From an optimization exercise on the open Yosys and OpenROAD flow, aimed at small area, a short achievable clock period and few clock cycles per item; shortcuts taken in it are not production practice. RTL that was checked went through simulation tests only; none was proved equivalent to the original.

==> job 5586: inputs <==
==> flow/design.v (excerpt) <==
module xts_line_engine (
    input  wire         clk,
    input  wire         rst,
    input  wire         in_valid,
    output wire         in_ready,
    input  wire         in_decrypt,
    input  wire [255:0] in_key1,
    input  wire [255:0] in_key2,
    input  wire [39:0]  in_line,
    input  wire [47:0]  in_gen,
    input  wire [511:0] in_data,
    output wire         out_valid,
    input  wire         out_ready,
    output wire [511:0] out_data
);
clock: 10.0 ns
lec_check: 0
cap_margin: 30
core_margin: 2
core_utilization: 45
place_density: 0.6
slew_margin: 30
standard.sh (not shown) runs the stock make flow with config.mk's settings and CLKGATE_MAP_FILE= SYNTH_SCRIPT=/design/flow/synth_recipe.tcl, a recipe that flattens the netlist after the stock synthesis.
==> flow/flow/run.sh <==
#!/bin/bash
# Layout flow: the standard flow (standard.sh), with the standard
# synthesis run first and unchanged, then the layout steps with a tighter
# setup-repair target (flow/setup_margin.txt, in ns of slack at the 10 ns
# clock) so repair_timing also works on paths shorter than the clock period.
# Each make run's output goes to its own log file here.
set -euo pipefail
MARGIN=$(cat flow/setup_margin.txt)
bash standard.sh synth > synth.log 2>&1
bash standard.sh SETUP_SLACK_MARGIN=$MARGIN finish > layout.log 2>&1
==> flow/flow/setup_margin.txt <==
6.0
==> inputs of job 3133, as changes to job 5586 <==
--- a/flow/design.v
+++ b/flow/design.v
@@ -98,35 +98,35 @@
 endmodule
 module aes_sbox (input wire [7:0] a, output wire [7:0] y);
     wire [17:0] p;
     sbox_top u_t (.a(a), .p(p));
     sbox_bot u_b (.p(p), .y(y));
 endmodule
-module sbox_dual_top (input wire [7:0] a, input wire dec, output wire [17:0] p);
-    wire T1 = dec ? (a[3] ^ a[4]) : (a[4] ^ a[7]);
-    wire T2 = dec ? (~(a[6] ^ a[7])) : (a[2] ^ a[7]);
-    wire T3 = dec ? (a[0] ^ a[1] ^ a[3] ^ a[4]) : (a[1] ^ a[7]);
-    wire T4 = dec ? (~(a[3] ^ a[4] ^ a[6] ^ a[7])) : (a[2] ^ a[4]);
-    wire T6 = dec ? (a[2] ^ a[4] ^ a[5] ^ a[6]) : (a[1] ^ a[3] ^ a[4] ^ a[7]);
-    wire T8 = dec ? (~(a[4] ^ a[6] ^ a[7])) : (a[0] ^ a[1] ^ a[3] ^ a[4] ^ a[7]);
-    wire T9 = dec ? (~(a[0] ^ a[3] ^ a[4])) : (a[0] ^ a[5] ^ a[6]);
-    wire T10 = dec ? (a[0] ^ a[3] ^ a[6] ^ a[7]) : (a[1] ^ a[3] ^ a[4] ^ a[5] ^ a[6] ^ a[7]);
-    wire T13 = dec ? (~(a[0] ^ a[1] ^ a[6] ^ a[7])) : (a[1] ^ a[2] ^ a[4] ^ a[7]);
-    wire T14 = dec ? (~(a[0] ^ a[1] ^ a[2] ^ a[3] ^ a[6] ^ a[7])) : (a[1] ^ a[2] ^ a[3] ^ a[4] ^ a[6] ^ a[7]);
-    wire T15 = dec ? (~(a[0] ^ a[1] ^ a[2] ^ a[4] ^ a[6] ^ a[7])) : (a[1] ^ a[2] ^ a[3] ^ a[6]);
-    wire T16 = dec ? (~(a[1] ^ a[3] ^ a[5] ^ a[6])) : (a[1] ^ a[2] ^ a[3] ^ a[5]);
-    wire T17 = dec ? (a[0] ^ a[1] ^ a[4] ^ a[5] ^ a[6]) : (a[0] ^ a[1] ^ a[2] ^ a[3] ^ a[6]);
-    wire T19 = dec ? (~(a[0] ^ a[1] ^ a[4] ^ a[6])) : (a[0] ^ a[4] ^ a[5] ^ a[6]);
-    wire T20 = dec ? (~(a[0] ^ a[1] ^ a[3] ^ a[6])) : (a[0] ^ a[5] ^ a[6] ^ a[7]);
-    wire T22 = dec ? (~(a[4] ^ a[6])) : (a[0] ^ a[1] ^ a[5] ^ a[6]);
-    wire T23 = dec ? (a[4] ^ a[7]) : (a[0] ^ a[1] ^ a[2] ^ a[5] ^ a[6] ^ a[7]);
-    wire T24 = dec ? (~(a[0] ^ a[3])) : (a[1] ^ a[2] ^ a[3] ^ a[4] ^ a[5] ^ a[6]);
-    wire T25 = dec ? (~(a[3] ^ a[4] ^ a[5])) : (a[1] ^ a[2] ^ a[3] ^ a[5] ^ a[7]);
-    wire T26 = dec ? (~(a[0] ^ a[4] ^ a[5] ^ a[6])) : (a[2] ^ a[3] ^ a[5] ^ a[7]);
-    wire T27 = dec ? (~(a[1] ^ a[2] ^ a[3] ^ a[4])) : (a[2] ^ a[4] ^ a[5] ^ a[7]);
-    wire U7 = dec ? (~(a[2] ^ a[5] ^ a[7])) : (a[0]);
+module sbox_dual_top (input wire [7:0] a, input wire [7:0] b, input wire dec, output wire [17:0] p);
+    wire T1 = dec ? (b[3] ^ b[4]) : (a[4] ^ a[7]);
+    wire T2 = dec ? (~(b[6] ^ b[7])) : (a[2] ^ a[7]);
+    wire T3 = dec ? (b[0] ^ b[1] ^ b[3] ^ b[4]) : (a[1] ^ a[7]);
+    wire T4 = dec ? (~(b[3] ^ b[4] ^ b[6] ^ b[7])) : (a[2] ^ a[4]);
+    wire T6 = dec ? (b[2] ^ b[4] ^ b[5] ^ b[6]) : (a[1] ^ a[3] ^ a[4] ^ a[7]);
+    wire T8 = dec ? (~(b[4] ^ b[6] ^ b[7])) : (a[0] ^ a[1] ^ a[3] ^ a[4] ^ a[7]);
+    wire T9 = dec ? (~(b[0] ^ b[3] ^ b[4])) : (a[0] ^ a[5] ^ a[6]);
+    wire T10 = dec ? (b[0] ^ b[3] ^ b[6] ^ b[7]) : (a[1] ^ a[3] ^ a[4] ^ a[5] ^ a[6] ^ a[7]);
+    wire T13 = dec ? (~(b[0] ^ b[1] ^ b[6] ^ b[7])) : (a[1] ^ a[2] ^ a[4] ^ a[7]);
+    wire T14 = dec ? (~(b[0] ^ b[1] ^ b[2] ^ b[3] ^ b[6] ^ b[7])) : (a[1] ^ a[2] ^ a[3] ^ a[4] ^ a[6] ^ a[7]);
+    wire T15 = dec ? (~(b[0] ^ b[1] ^ b[2] ^ b[4] ^ b[6] ^ b[7])) : (a[1] ^ a[2] ^ a[3] ^ a[6]);
+    wire T16 = dec ? (~(b[1] ^ b[3] ^ b[5] ^ b[6])) : (a[1] ^ a[2] ^ a[3] ^ a[5]);
+    wire T17 = dec ? (b[0] ^ b[1] ^ b[4] ^ b[5] ^ b[6]) : (a[0] ^ a[1] ^ a[2] ^ a[3] ^ a[6]);
+    wire T19 = dec ? (~(b[0] ^ b[1] ^ b[4] ^ b[6])) : (a[0] ^ a[4] ^ a[5] ^ a[6]);
+    wire T20 = dec ? (~(b[0] ^ b[1] ^ b[3] ^ b[6])) : (a[0] ^ a[5] ^ a[6] ^ a[7]);
+    wire T22 = dec ? (~(b[4] ^ b[6])) : (a[0] ^ a[1] ^ a[5] ^ a[6]);
+    wire T23 = dec ? (b[4] ^ b[7]) : (a[0] ^ a[1] ^ a[2] ^ a[5] ^ a[6] ^ a[7]);
+    wire T24 = dec ? (~(b[0] ^ b[3])) : (a[1] ^ a[2] ^ a[3] ^ a[4] ^ a[5] ^ a[6]);
+    wire T25 = dec ? (~(b[3] ^ b[4] ^ b[5])) : (a[1] ^ a[2] ^ a[3] ^ a[5] ^ a[7]);
+    wire T26 = dec ? (~(b[0] ^ b[4] ^ b[5] ^ b[6])) : (a[2] ^ a[3] ^ a[5] ^ a[7]);
+    wire T27 = dec ? (~(b[1] ^ b[2] ^ b[3] ^ b[4])) : (a[2] ^ a[4] ^ a[5] ^ a[7]);
+    wire U7 = dec ? (~(b[2] ^ b[5] ^ b[7])) : (a[0]);
     wire M1 = T13 & T6;
     wire M2 = T23 & T8;
     wire M3 = T14 ^ M1;
     wire M4 = T19 & U7;
     wire M5 = M4 ^ M1;
     wire M6 = T3 & T16;
@@ -201,41 +201,41 @@
 endmodule
 module round_s1 (
     input  wire [127:0] x,
     input  wire         dec,
     output wire [287:0] mid
 );
+    wire [127:0] sr, isr;
     genvar i;
     generate
+        for (i = 0; i < 16; i = i + 1) begin : g_sr
+            assign sr[127-8*i -: 8]  = x[127-8*((i%4) + 4*(((i/4) + (i%4)) % 4)) -: 8];
+            assign isr[127-8*i -: 8] = x[127-8*((i%4) + 4*(((i/4) + 4 - (i%4)) % 4)) -: 8];
+        end
         for (i = 0; i < 16; i = i + 1) begin : g
-            sbox_dual_top u (.a(x[8*i +: 8]), .dec(dec), .p(mid[18*i +: 18]));
+            sbox_dual_top u (.a(sr[8*i +: 8]), .b(isr[8*i +: 8]), .dec(dec), .p(mid[18*i +: 18]));
         end
     endgenerate
 endmodule
 module round_s2 (
     input  wire [287:0] mid,
     input  wire         dec,
     input  wire         last,
     input  wire [127:0] k,
     output wire [127:0] y
 );
-    wire [127:0] sb, sr, isr, ua, mc;
+    wire [127:0] ua, mc;
     genvar i;
     generate
         for (i = 0; i < 16; i = i + 1) begin : g_sb
-            sbox_dual_bot u (.p(mid[18*i +: 18]), .dec(dec), .y(sb[8*i +: 8]));
-        end
-        for (i = 0; i < 16; i = i + 1) begin : g_sr
-            assign sr[127-8*i -: 8]  = sb[127-8*((i%4) + 4*(((i/4) + (i%4)) % 4)) -: 8];
-            assign isr[127-8*i -: 8] = sb[127-8*((i%4) + 4*(((i/4) + 4 - (i%4)) % 4)) -: 8];
+            sbox_dual_bot u (.p(mid[18*i +: 18]), .dec(dec), .y(ua[8*i +: 8]));
         end
         for (i = 0; i < 4; i = i + 1) begin : g_mc
             aes_mixcol_dual u (.a(ua[127-32*i -: 32]), .dec(dec), .y(mc[127-32*i -: 32]));
         end
     endgenerate
-    assign ua = dec ? isr : sr;
     assign y = (last ? ua : mc) ^ k;
 endmodule
 module aes_xtime (
     input  wire [7:0] a,
     output wire [7:0] y
 );
@@ -367,16 +367,19 @@
     wire [31:0] w3 = k[159:128];
     wire [31:0] w4 = k[127:96];
     wire [31:0] w5 = k[95:64];
     wire [31:0] w6 = k[63:32];
     wire [31:0] w7 = k[31:0];
     wire [31:0] t  = s ^ {rcon, 24'h0};
+    wire [31:0] c1 = w0 ^ w1;
+    wire [31:0] c2 = c1 ^ w2;
+    wire [31:0] c3 = c2 ^ w3;
     wire [31:0] n0 = w0 ^ t;
-    wire [31:0] n1 = w1 ^ n0;
-    wire [31:0] n2 = w2 ^ n1;
-    wire [31:0] n3 = w3 ^ n2;
+    wire [31:0] n1 = c1 ^ t;
+    wire [31:0] n2 = c2 ^ t;
+    wire [31:0] n3 = c3 ^ t;
     wire [31:0] p0 = w4 ^ t;
     wire [31:0] p1 = w5 ^ w4;
     wire [31:0] p2 = w6 ^ w5;
     wire [31:0] p3 = w7 ^ w6;
     assign kn = inv ? {p0, p1, p2, p3, k[255:128]} : {k[127:0], n0, n1, n2, n3};
 endmodule
==> flow/flow/run.sh (replaced) <==
#!/bin/bash
# Layout flow: the standard flow (standard.sh), with the standard
# synthesis run first and unchanged, then the layout steps with:
#  - the port buffers (every input and output still gets one) made from
#    sky130_fd_sc_hd__buf_2 instead of the default choice.
# Each make run's output goes to its own log file here.
set -euo pipefail
MARGIN=$(cat flow/setup_margin.txt)
bash standard.sh synth > synth.log 2>&1
bash standard.sh SETUP_SLACK_MARGIN=$MARGIN "BUFFER_PORTS_ARGS=-buffer_cell sky130_fd_sc_hd__buf_2" finish > layout.log 2>&1
Settings changed: TNS_END_PERCENT from default to 0.
==> inputs of job 7809, as changes to job 5586 <==
--- a/flow/design.v
+++ b/flow/design.v
@@ -436,28 +436,26 @@
     reg          d_dec;      
     reg          go;         
     reg          en;         
     reg          ldsel;      
     reg          dec1;       
     reg          last2;      
-    reg  [511:0] buffer;     
-    reg  [511:0] obuf;       
+    reg  [511:0] buffer;
     reg  [255:0] k1c;        
     reg  [255:0] k1n;        
     reg  [255:0] k2;         
     reg  [127:0] tc;         
     reg  [127:0] tr2;        
     reg  [287:0] tr1;        
     reg  [71:0]  ks1;        
     reg  [3:0]   ks_i;
     reg  [71:0]  kc1;        
     reg  [3:0]   kc_i;
-    reg  [127:0] rk0;        
     assign in_ready  = in_rdy;
     assign out_valid = out_full;
-    assign out_data  = obuf;
+    assign out_data  = buffer;
     wire acc  = in_valid & in_rdy;
     wire take = out_full & out_ready;
     wire d0   = (dcnt == 5'd0);
     wire ldn  = go & has_n;
     wire wr   = go & d_valid;
     wire tact = has_n & ~t_done;
@@ -466,14 +464,13 @@
     wire       has_n_n    = acc | (has_n & ~ldn);
     wire       t_done_n   = ~(acc | ldn) & (t_done | (tact & (tcnt == 5'd27)));
     wire       d_valid_n  = go ? has_n : d_valid;
     wire       out_full_n = wr1 | (out_full & ~take);
     wire       n_dec_n    = acc ? in_decrypt : n_dec;
     wire       d_dec_n    = ldn ? n_dec : d_dec;
-    wire       go_n       = d0_n & ~(d_valid_n & out_full_n) &
-                            ((has_n_n & t_done_n) | (d_valid_n & ~has_n_n));
+    wire       go_n       = d0_n & ((has_n_n & t_done_n) | (d_valid_n & ~has_n_n & ~out_full_n));
     always @(posedge clk) begin
         if (rst) begin
             dcnt     <= 5'd0;
             tcnt     <= 5'd0;
             has_n    <= 1'b0;
             t_done   <= 1'b0;
@@ -496,50 +493,50 @@
             t_done   <= t_done_n;
             d_valid  <= d_valid_n;
             out_full <= out_full_n;
             sw1      <= go;
             wr1      <= wr;
             ld1      <= ldn;
-            in_rdy   <= ~has_n_n;
+            in_rdy   <= ~has_n_n & ~out_full_n & (dcnt_n != 5'd1) & ~(d0_n & d_valid_n);
             n_dec    <= n_dec_n;
             d_dec    <= d_dec_n;
             go       <= go_n;
             en       <= ~d0_n | go_n;
             ldsel    <= (dcnt_n[4:1] == 4'd0);
             dec1     <= d0_n ? n_dec_n : d_dec_n;
             last2    <= d0_n | (dcnt_n == 5'd27);
             if (acc)
-                tcnt <= 5'd1;
+                tcnt <= 5'd0;
             else if (tact)
                 tcnt <= tcnt + 5'd1;
         end
     end
     wire [127:0] tweak_in = bswap128({40'h0, in_gen, in_line});
     wire [255:0] key1_in  = bswap256(in_key1);
     wire [255:0] key2_in  = bswap256(in_key2);
     wire [287:0] te_mid;
     wire [127:0] te_y;
-    eround_s1 u_te1 (.x(in_rdy ? (tweak_in ^ key2_in[255:128]) : tr2), .mid(te_mid));
+    eround_s1 u_te1 (.x(tr2), .mid(te_mid));
     eround_s2 u_te2 (.mid(tr1), .last(tcnt == 5'd27), .k(k2[127:0]), .y(te_y));
     wire [71:0]  ks_p;
     wire [31:0]  ks_s;
     wire [255:0] k2_next, k1n_next;
-    wire [3:0]   ks_idx = in_rdy ? 4'd0 : tcnt[4:1];
-    key_step_a    u_ksa (.k(in_rdy ? key2_in : (tcnt[0] ? k1n : k2)), .inv(1'b0),
-                         .rot(in_rdy | ~ks_idx[0]), .p(ks_p));
+    wire [3:0]   ks_idx = tcnt[4:1];
+    key_step_a    u_ksa (.k(tcnt[0] ? k1n : k2), .inv(1'b0), .rot(~ks_idx[0]), .p(ks_p));
     key_step_sub  u_kss (.p(ks1), .s(ks_s));
     key_step_next u_kn2 (.k(k2),  .s(ks_s), .inv(1'b0), .rcon(rcon_of(ks_i)), .kn(k2_next));
     key_step_next u_kn1 (.k(k1n), .s(ks_s), .inv(1'b0), .rcon(rcon_of(ks_i)), .kn(k1n_next));
     wire [127:0] tn = bswap128(tr2);
     always @(posedge clk) begin
         tr1  <= te_mid;
         ks1  <= ks_p;
         ks_i <= ks_idx;
         if (acc) begin
             k2    <= key2_in;
             k1n   <= key1_in;
+            tr2   <= tweak_in ^ key2_in[255:128];
         end else begin
             if (tact & tcnt[0])
                 tr2 <= te_y;
             else if (go)
                 tr2 <= bswap128(mul_a(tn));
             if (tact & tcnt[0] & (tcnt != 5'd27))
@@ -554,14 +551,13 @@
     generate
         for (c = 0; c < 4; c = c + 1) begin : g_kimc
             aes_inv_mixcol u (.a(k1c_hi[127-32*c -: 32]), .y(k1c_hi_imc[127-32*c -: 32]));
         end
     endgenerate
     wire [127:0] rk2 = d_dec ? (last2 ? k1c_hi : k1c_hi_imc) : k1c[127:0];
-    always @(posedge clk)
-        rk0 <= n_dec ? k1n[127:0] : k1n[255:128];
+    wire [127:0] rk0 = n_dec ? k1n[127:0] : k1n[255:128];
     wire [127:0] tn2 = mul_a(mul_a(tn));
     wire [127:0] tc2 = mul_a(mul_a(tc));
     wire [127:0] r2_0, r2_1;
     wire [127:0] res0 = bswap128(r2_0) ^ tc;
     wire [127:0] res1 = bswap128(r2_1) ^ tc2;
     data_unit u_d0 (
@@ -594,23 +590,17 @@
         else if (ld1)
             tc <= mul_ainv(tn);
     end
     always @(posedge clk) begin
         if (acc) begin
             buffer <= in_data;
-        end else if (go) begin
+        end else if (go | sw1) begin
             buffer[127:0]   <= buffer[255:128];
+            buffer[255:128] <= res0;
             buffer[383:256] <= buffer[511:384];
-        end
-    end
-    always @(posedge clk) begin
-        if (wr | wr1) begin
-            obuf[127:0]   <= obuf[255:128];
-            obuf[255:128] <= res0;
-            obuf[383:256] <= obuf[511:384];
-            obuf[511:384] <= res1;
+            buffer[511:384] <= res1;
         end
     end
 endmodule
 module data_unit (
     input  wire         clk,
     input  wire         en,
==> flow/run.sh (new file) <==
#!/bin/bash
# synth_recipe.tcl (not shown) runs the flow's synth.tcl, then flattens the netlist and writes it again
# the make line also repeats each setting of config.mk as NAME=value (left out here)
make -C /OpenROAD-flow-scripts/flow DESIGN_CONFIG=/design/flow/config.mk WORK_HOME=/design/flow/orfs CLKGATE_MAP_FILE= SYNTH_SCRIPT=/design/flow/synth_recipe.tcl finish
Settings changed: CAP_MARGIN 30 to 20, SLEW_MARGIN 30 to 20.
removed: flow/flow/run.sh
removed: flow/flow/setup_margin.txt
removed: flow/standard.sh
==> comparison table <==
metric	job 7809	job 3133	job 5586
Run status	timing/DRC/antenna clean	timing/DRC/antenna clean	timing/DRC/antenna clean
Number of placed cells counting well taps	35700	34800	34900
Via/cell ratio	6.14	5.75	5.80
Launching instance or port of the critical path	n_dec$_SDFF_PP0_	ks1[33]$_DFF_P_	u_d1.r1[186]$_DFFE_PP_
Stage delay of the slowest cell on the critical path	900 ps	910 ps	500 ps
Initial core utilization	45.2%	45.1%	45.1%
Met3 usage	24.4%	10.6%	12.4%
Number of fill cells	51700	52400	43600
TritonCTS sink count	2833	3472	3472
Wire length of the first global-routing pass	1930000 µm	1700000 µm	1810000 µm
Setup repair after global routing missed its margin	no	yes	yes
Data required, critical path	10750 ps	10800 ps	10820 ps
Seq Cell Count	2833	3472	3472
Sequential cell area share	27.4%	30.1%	24.6%
Die width	755 µm	776 µm	776 µm
Routed length per placed instance	41.1 µm	35.1 µm	34.8 µm
Post-synthesis area per instance	9.20 µm²	10.3 µm²	10.2 µm²
Share of synthesized cell area in and, or, nand and nor gates	11.7%	10.1%	10.6%
Maximum achievable frequency	133 MHz	215 MHz	221 MHz
Testbench counts of job 3133, summed over its fixed seeds: cycles 7,664, lines 256.
For job 5586 and job 7809, only the layout was checked, not whether the RTL still works.

[port drivers added, routing unchanged]
In the flow no input, the clock included, has a driving cell. The finished layouts below were timed again as built, in two steps.
Step 1 assumes that a clkbuf_16 drives the clock port and a buf_2 every other input.
Step 2, shift: input delay + t, output delay - t, t = (earliest + latest rising clock arrival at the registers) / 2. This alone moves slack from input paths to output paths.
a / b / c = ideal / step 1 / step 2; a / b = the first two.
| run | t (ns) | setup WS [ns] | worst hold slack (ns) | worst setup path at the end | worst data-port slew with drivers (ns) |
|---|---|---|---|---|---|
| job 5586 | 1.212 | 5.480 / 5.480 / 4.685 | 0.445 / 0.445 / 0.445 | input to register | 0.31 |
| job 3133 | 1.200 | 5.339 / 5.339 / 4.384 | 0.448 / 0.448 / 0.448 | input to register | 0.29 |
| job 7809 | 1.224 | 2.463 / 2.463 / 2.463 | 0.527 / 0.527 / 0.527 | register to register | 0.38 |
After both steps every run listed still meets setup and hold. The setup slack of job 3133, which loses most, moves by 0.000 ns with the drivers and by -0.955 ns with both steps.
